This design comes from an exercise in tuning for small area and a short achievable clock period on the open sky130 flow, not from production work.
In this exercise RTL edits were held to simulation tests only and were not proved equivalent to the original.
No activity file was given, so power comes from the tool's default toggle rates.

`flow/config.mk`:
```
export PLATFORM = sky130hd
export DESIGN_NAME = cv_unit
export DESIGN_NICKNAME = cv_unit
export VERILOG_FILES = /design/flow/design.v
export SDC_FILE = /design/flow/constraint.sdc
export NUM_CORES = 4
export LEC_CHECK = 0
export CAP_MARGIN = 20
export CORE_MARGIN = 2
export CORE_UTILIZATION = 40
export PLACE_DENSITY = 0.5
export SLEW_MARGIN = 20
```
`flow/constraint.sdc`:
```
create_clock -name core_clock -period 27.0 [get_ports {clk}]
set_input_delay 5.4000 -clock core_clock [delete_from_list [all_inputs] [get_ports {clk}]]
set_output_delay 5.4000 -clock core_clock [all_outputs]
set_load 0.01 [all_outputs]
```
`flow/design.v`:
```
module cv_unit (
    input             clk,
    input             rst,
    input             we,
    input      [3:0]  addr,
    input      [17:0] wdata,
    output reg [17:0] rdata,
    output reg        err,
    input             feed_valid,
    input      [3:0]  feed_n,
    input      [8:0]  feed_data
);
    reg [7:0]  cfg_r;
    reg [31:0] poly_r;
    reg [31:0] init_r;
    reg [31:0] val_r;
    reg [8:0]  vt_r;
    reg [8:1]  mi_r;
    reg        p_we;
    reg        p_feed;
    reg [3:0]  p_sel;
    reg [17:0] p_data;
    wire [4:0]  wm1_r   = cfg_r[4:0];
    wire        refin_r = cfg_r[5];
    wire [31:0] mask_r  = 32'hFFFF_FFFF >> (~wm1_r);
    reg  [9:1]  hot;
    integer     c;
    always @* begin
        for (c = 1; c < 10; c = c + 1)
            hot[c] = (p_sel == c);
    end
    reg  [8:0]  vtop, dtop;
    integer     i2, c2;
    always @* begin
        for (i2 = 0; i2 < 9; i2 = i2 + 1) begin
            vtop[i2] = 1'b0;
            dtop[i2] = 1'b0;
            for (c2 = i2 + 1; c2 < 10; c2 = c2 + 1) begin
                vtop[i2] = vtop[i2] | (hot[c2] & vt_r[9 - c2 + i2]);
                dtop[i2] = dtop[i2] | (hot[c2] & (refin_r ? p_data[c2 - 1 - i2]
                                                          : p_data[i2]));
            end
        end
    end
    wire [8:0]  h = vtop ^ dtop;
    wire [8:0]  mi = {mi_r, 1'b1};
    reg  [8:0]  q;
    reg  [15:0] qt;
    integer     i, j, t;
    always @* begin
        for (i = 0; i < 9; i = i + 1) begin
            qt = 16'd0;
            qt[0] = h[i];
            for (j = i + 1; j < 9; j = j + 1)
                qt[j - i] = mi[j - i] & h[j];
            for (t = 0; t < 8; t = t + 1) qt[t] = qt[t] ^ qt[t + 8];
            for (t = 0; t < 4; t = t + 1) qt[t] = qt[t] ^ qt[t + 4];
            for (t = 0; t < 2; t = t + 1) qt[t] = qt[t] ^ qt[t + 2];
            q[i] = qt[0] ^ qt[1];
        end
    end
    reg  [31:0] vsh;
    reg  [31:0] fed;
    reg  [15:0] ft;
    integer     m, b2;
    always @* begin
        vsh = val_r << p_sel;
        for (b2 = 0; b2 < 32; b2 = b2 + 1) begin
            ft = 16'd0;
            for (m = 0; m < 9; m = m + 1)
                if (b2 >= m)
                    ft[m] = q[m] & poly_r[b2 - m];
            ft[9] = vsh[b2];
            for (t = 0; t < 8; t = t + 1) ft[t] = ft[t] ^ ft[t + 8];
            for (t = 0; t < 4; t = t + 1) ft[t] = ft[t] ^ ft[t + 4];
            for (t = 0; t < 2; t = t + 1) ft[t] = ft[t] ^ ft[t + 2];
            fed[b2] = ft[0] ^ ft[1];
        end
    end
    reg [7:0]  cfg_t;
    reg [31:0] poly_t;
    reg [31:0] init_t;
    reg [31:0] val_t;
    always @* begin
        cfg_t  = cfg_r;
        poly_t = poly_r;
        init_t = init_r;
        val_t  = val_r;
        if (p_we) begin
            case (p_sel)
                4'd0: begin                      
                    cfg_t  = p_data[7:0];
                    poly_t = poly_r & mask_r;
                    init_t = init_r & mask_r;
                    val_t  = val_r  & mask_r;
                end
                4'd1: poly_t[17:0]  = p_data;
                4'd2: poly_t[31:18] = p_data[13:0];
                4'd3: init_t[17:0]  = p_data;
                4'd4: init_t[31:18] = p_data[13:0];
                4'd5: val_t[17:0]   = p_data;
                4'd6: val_t[31:18]  = p_data[13:0];
                4'd9: val_t         = init_r;
                default: ;
            endcase
        end
        if (p_feed)
            val_t = fed;
    end
    wire [4:0]  wm1_t  = cfg_t[4:0];
    wire        refout = cfg_t[6];
    wire        finv   = cfg_t[7];
    wire [31:0] mask_t = 32'hFFFF_FFFF >> (~wm1_t);
    wire [31:0] vl = val_t << (~wm1_t);
    wire [38:0] pla = {poly_t, 7'd0};                  
    wire [22:0] pl16 = wm1_t[4] ? pla[38:16] : pla[22:0];
    wire [14:0] pl8  = wm1_t[3] ? pl16[22:8] : pl16[14:0];
    wire [10:0] pl4  = wm1_t[2] ? pl8[14:4]  : pl8[10:0];
    wire [8:0]  pl2  = wm1_t[1] ? pl4[10:2]  : pl4[8:0];
    wire [7:0]  pl1  = wm1_t[0] ? pl2[8:1]   : pl2[7:0];   
    wire [31:0] pl   = {pl1, 24'd0};
    reg  [8:0]  mi_t;
    integer     a, d;
    always @* begin
        mi_t[0] = 1'b1;
        for (a = 1; a < 9; a = a + 1) begin
            mi_t[a] = 1'b0;
            for (d = 1; d <= a; d = d + 1)
                mi_t[a] = mi_t[a] ^ (pl[32 - d] & mi_t[a - d]);
        end
    end
    reg  [31:0] rev;
    integer     r;
    always @* begin
        for (r = 0; r < 32; r = r + 1)
            rev[r] = vl[31 - r];
    end
    wire [1:0]  sel_l = (addr[2:1] == 2'd3 && !refout) ? 2'd2 : addr[2:1];
    wire [1:0]  sel_h = (addr[2:1] == 2'd0 && !refout) ? 2'd3 : addr[2:1];
    reg  [17:0] lw;
    reg  [13:0] hw;
    always @* begin
        case (sel_l)
            2'd0:    lw = poly_t[17:0];              
            2'd1:    lw = init_t[17:0];              
            2'd2:    lw = val_t[17:0];               
            default: lw = rev[17:0];                 
        endcase
        case (sel_h)
            2'd1:    hw = poly_t[31:18];             
            2'd2:    hw = init_t[31:18];             
            2'd3:    hw = val_t[31:18];              
            default: hw = rev[31:18];                
        endcase
    end
    wire        is_l  = !addr[3] && addr[0];                         
    wire        is_h  = (!addr[3] && !addr[0] && addr[2:1] != 2'd0)
                     || (addr == 4'd8);                              
    wire        inv_l = finv && (addr == 4'd7);
    wire        inv_h = finv && (addr == 4'd8);
    wire        is_c  = (addr == 4'd0);
    wire [17:0] rd_word = ({18{is_l}} & mask_t[17:0] & (lw ^ {18{inv_l}}))
                        | ({18{is_h}} & {4'd0, mask_t[31:18] & (hw ^ {14{inv_h}})})
                        | ({18{is_c}} & {10'd0, cfg_t});
    wire refused = (addr == 4'd0) && (wdata[4:0] < 5'd2);    
    wire feed_ok = (feed_n != 4'd0) && (feed_n <= 4'd9);
    always @(posedge clk) begin
        if (rst) begin
            cfg_r  <= 8'o037;
            poly_r <= 32'd0;
            init_r <= 32'd0;
            val_r  <= 32'd0;
            p_we   <= 1'b0;
            p_feed <= 1'b0;
            rdata  <= 18'd0;
            err    <= 1'b0;
        end else begin
            cfg_r  <= cfg_t;
            poly_r <= poly_t;
            init_r <= init_t;
            val_r  <= val_t;
            rdata  <= rd_word;
            err    <= we && refused;
            p_we   <= we && !refused;
            p_feed <= !we && feed_valid && feed_ok;
        end
        vt_r   <= vl[31:23];
        mi_r   <= mi_t[8:1];
        p_sel  <= we ? addr : feed_n;
        p_data <= {wdata[17:9], we ? wdata[8:0] : feed_data};
    end
endmodule
```
`flow/flow/run.sh`:
```
#!/bin/bash
# Own layout flow: the standard ORFS flow (standard.sh) with
#  - synthesis mapped by ABC with area recovery (flow/synth.tcl, flow/abc_area.script);
#  - plain buffers (buf_2) on the ports instead of delay buffers;
#  - clkbuf_8 for the clock tree;
#  - ORFS's repair_timing aiming for extra setup slack (SETUP_SLACK_MARGIN),
#    so it sizes up the drivers on the long paths.
# The SDC, clock period, floorplan, power grid and routing are the standard ones.
set -euo pipefail
W=$(pwd)
export MY_ABC_SCRIPT=$W/flow/abc_area.script
make -C "$FLOW_HOME" DESIGN_CONFIG="$W/config.mk" WORK_HOME="$W/orfs" CLKGATE_MAP_FILE= \
  SYNTH_SCRIPT="$W/flow/synth.tcl" synth > "$W/synth.log" 2>&1
bash "$W/standard.sh" SETUP_SLACK_MARGIN=20.5 CTS_BUF_LIST=sky130_fd_sc_hd__clkbuf_8 \
  "BUFFER_PORTS_ARGS=-buffer_cell sky130_fd_sc_hd__buf_2" finish > "$W/layout.log" 2>&1
```
`flow/flow/abc_area.script`:
```
&get -n
&st
&dch -f
&nf -R 1000
&put
topo
stime -c
```
`flow/flow/synth.tcl`:
```
# synth_recipe.tcl (the standard synthesis), with one change: ABC maps the logic
# with flow/abc_area.script (mapping with area recovery) instead of ORFS's script.
# Registers are mapped before ABC runs, so they are the standard synthesis's.
proc synth {args} { yosys synth -nofsm -noshare {*}$args }
proc abc {args} {
  set i [lsearch -exact $args -script]
  if { $i >= 0 } {
    set args [lreplace $args $i [expr {$i + 1}] -script $::env(MY_ABC_SCRIPT)]
  }
  yosys abc {*}$args
}
source $::env(SCRIPTS_DIR)/synth.tcl
# left out here: clear keep_hierarchy, flatten, clean up, hide names made inside functions, write 1_2_yosys.v
```
`flow/standard.sh`:
```
#!/bin/bash
# synth_recipe.tcl (not shown) runs the flow's synth.tcl, then flattens the netlist and writes it again
# the make line also repeats each setting of config.mk as NAME=value (left out here)
make -C /OpenROAD-flow-scripts/flow DESIGN_CONFIG=/design/flow/config.mk WORK_HOME=/design/flow/orfs CLKGATE_MAP_FILE= SYNTH_SCRIPT=/design/flow/synth_recipe.tcl "${@:-finish}"
```
==> qor.csv <==
metric,value,unit
status,"complete, no violations",
Slew headroom,32.48,%
IO buf count,57,
CP top delay family,simple AND/OR/NAND/NOR gates,
FF-to-FF setup slack,20.61,ns
Max IR drop VDD,0.03530,mV
global placer's final weighted congestion,1.040,
Post-synth EDFFs,0,
skew final,0.02734,ns
Final min period,6.581,ns
worst slew pin tran,1.004,ns
sequential fraction of the synthesis area,22.26,%
Max Freq,151.9,MHz
CP endpoint,rdata[0]$_SDFF_PP0_,
min setup slack post-route,20.42,ns
CTS tree,done,
GR Util All Layers,37.44,%
Synth Cell Area,14750,um^2
Clock Path Buffers,2,
pre-CTS setup slack,19.00,ns
max-cap violations,0,
clock-pin slew on the worst setup and hold paths,0.09,ns
Power Dens Cells,39.31,nW/um^2
worst reg2reg path endpoint,rdata[6]$_SDFF_PP0_,
Async SR Flop Fraction,0,%
Final Cell Area,17980,um^2
cts bufs inserted,17,
# DRC,0,
wire length after detailed routing,73690,um
post-synth top area share,22.26,%
placement-stage cell area,16290,um^2
CP startpoint kind,input port,
Cells after DPL,2704,
Seq. cell area,3292,um^2
first-pass detailed-route iteration total,7,
crit path max-delay cell type,or3_1,
Setup Viol. Count Final,0,
Reg2Reg Launch Point,p_sel[3]$_DFF_P_,
Bufs and invs on worst path,3,
Tcrit/Tclk final,24.38,%
global route overflow,0,
vias per inst,6.268,
dominant cells by area after synthesis,"dfxtp_1 22%, xnor2_1 15%, nand2_1 14%",
final net count,2345,
crit path from,addr[2],
"Primary FF master, synth",dfxtp_1,
final hold violation count,0,
number of fill cells,3777,
Clock Latency Late Sink,0.50,ns
DR vias,17451,
"leading cell types in the layout, fill and taps excluded","543 x nand2_1, 260 x nor2_1, 237 x xnor2_1",
Sink Count,164,
Hold Path Class,reg -> reg,
crit-path most repeated cell,buf_12,
Core ar.,36430,um^2
Mapped Nets,2162,
initial core utilization,40.48,%
Ports,58,
number of global-route vias before repair,16232,
layout cells sized above 1,14.64,%
"Avg Cell Area, Syn",6.958,um^2
critical path class,in -> reg,
Worst Path Arrival,6.99,ns
pin count of the biggest net entering global routing,65,
synth unique cells,46,
Ys Warns,1,
Die Height,196.0,um
setup TNS,0,ns
Area Overhead vs Synth,21.90,%
area of the multi-input gates,12330,um^2
initial antenna violation count,1,
Worst setup EP type,flip-flop,
Worst Reg-to-Reg Cells,31,
Detail Placement HPWL,53190,um
"most common cell after layout, fill and taps aside",nand2_1,
cell row count,70,
Die ar.,38430,um^2
"FF+latch count, synth",164,
final core utilization,49.35,%
Pwr Total,0.7068,mW
H-tree depth,4,
Routed Antenna Nets,0,
"Slew Viols, Final",0,
WP depth,8,
hold_ws,0.5172,ns
Die W,196.0,um
"critical path, cell by cell",buf_12 > or2_4 > buf_12 > o22ai_1 > a211oi_2 > buf_4 > or3_1 > a31oi_1,
Pleak,5.950,nW
RSZ-0062 raised after global routing,yes,
WL per Instance,26.47,um
1st-iter DRT viols,2349,
Crit Path Max Fanout,8,
Post-Syn Instances,2120,
Final Non-Filler Cells,2784,
Worst EP required,27.41,ns
Synth area leader,dfxtp_1,
"Largest stage delay, worst path",0.31,ns
clk root buf,clkbuf_8,
first-pass GRT wire length,107800,um
-- kinds of logic (layout without fill, tap and decap cells) --
group,count (synthesis),after routing,share of synthesized area [%]
AND/OR/NAND/NOR,936,939,25.33
AO/OA/AOI/OAI,569,569,24.71
XOR/XNOR,340,340,20.19
flip-flops,164,164,22.26
multiplexers,100,101,7.057
buffers and inverters,8,199,0.2036
adder cells (fa/ha/maj),3,3,0.2545
other,0,1,0
-- layout make-up --
type	count	share of cell area, %
Tap cell	468	3.257
Timing Repair Buffer	160	7.279
Multi-Input combinational cell	1952	68.59
Clock buffer	19	1.454
Inverter	8	0.2435
Clock inverter	12	0.8559
Sequential cell	164	18.31
Antenna cell	1	0.01392
-- power by group --
group | switching [mW] | internal (mW) | total, mW | leakage [nW]
Combinational | 0.159 | 0.0809 | 0.240 | 4.40
Sequential | 0.0140 | 0.251 | 0.265 | 1.34
Clock | 0.106 | 0.0961 | 0.202 | 0.210
-- repair_timing --
action | in CTS | in global routing
setup endpoints to repair | 33 | 22
cloned | 4 | 3
gates resized for setup | 105 | 100
pin swaps | 23 | 24
hold buffers | 0 | 0
setup buffers | 26 | 15
-- sequential cells by signal (all words and copies together), names as in the netlist --
signal / count
init_r: 32
poly_r: 32
p_feed: 1
p_we: 1
p_sel: 4
val_r: 32
err: 1
p_data: 18
cfg_r: 8
rdata: 18
vt_r: 9
mi_r: 8
-- Yosys cell counts, drive strengths merged (2+ instances only) --
library cell,count
nand3,12
nand2,560
clkinv,8
dfxtp,164
o311ai,2
or2,7
nand4,2
a31oi,13
a21o,2
a22oi,30
o221ai,7
a211oi,13
nor3,19
a22o,18
o211ai,5
a222oi,15
xnor2,255
mux2i,68
xor2,85
nand2b,19
or3,3
nor2b,27
o21ai,153
nor2,272
and3,4
a32oi,62
o22a,2
a221oi,28
o21a,4
nor4,7
o22ai,48
a32o,2
mux2,32
and2,3
o31ai,7
ha,3
a21boi,2
a21oi,148
a2111oi,2
-- worst min path at each step --
stage / start / end / cells past startpoint / slack (ns)
global placement: init_r[12]$_SDFF_PP0_ / init_r[12]$_SDFF_PP0_ / 2 / 0.49
finish: init_r[7]$_SDFF_PP0_ / init_r[7]$_SDFF_PP0_ / 2 / 0.52
detailed placement: init_r[7]$_SDFF_PP0_ / init_r[7]$_SDFF_PP0_ / 2 / 0.50
CTS: init_r[7]$_SDFF_PP0_ / init_r[7]$_SDFF_PP0_ / 2 / 0.52
global route: init_r[6]$_SDFF_PP0_ / init_r[6]$_SDFF_PP0_ / 2 / 0.56
floorplan: init_r[0]$_SDFF_PP0_ / init_r[0]$_SDFF_PP0_ / 2 / 0.47
-- worst register-to-register path, delay by kind of cell, from the launching register on --
family                    cells  cell delay [ns]
xor gates and xnor gates      9             1.68
and+or+nand+nor               9             1.21
AOI/OAI and AO/OA             8             1.97
buffers and inverters         4             0.88
DFF                           1             0.36
muxes                         1             0.20
-- layer usage --
layer | global-route usage [%] | share of wire, %
met1 | 49.37 | 41
met2 | 58.28 | 44
met5 | 0 | 0
met3 | 6.687 | 9.1
met4 | 19.92 | 5.8

-- re-timing with driven ports --
How much do the figures lean on ideal ports? The routed layout below was timed once more, with nothing changed but the port constraints.
Step 1: set_driving_cell puts a clkbuf_16 on clk and a buf_2 on each other input, an assumption about the parent block.
Step 2 moves the port delays by t, midway between the first and last clock arrival at a register: inputs arrive t later, outputs are due t later. That takes back most of the time a late clock gives input paths.
Three values: ideal, step 1, step 2; two values: the first two.
t, ns: 0.542
setup slack, ns: 20.419 / 20.369 / 19.828
pins driven straight from the clock port: 1
After both steps setup and hold are still met in this run. The setup slack of this run moves by -0.050 ns with the drivers and by -0.591 ns with both steps.
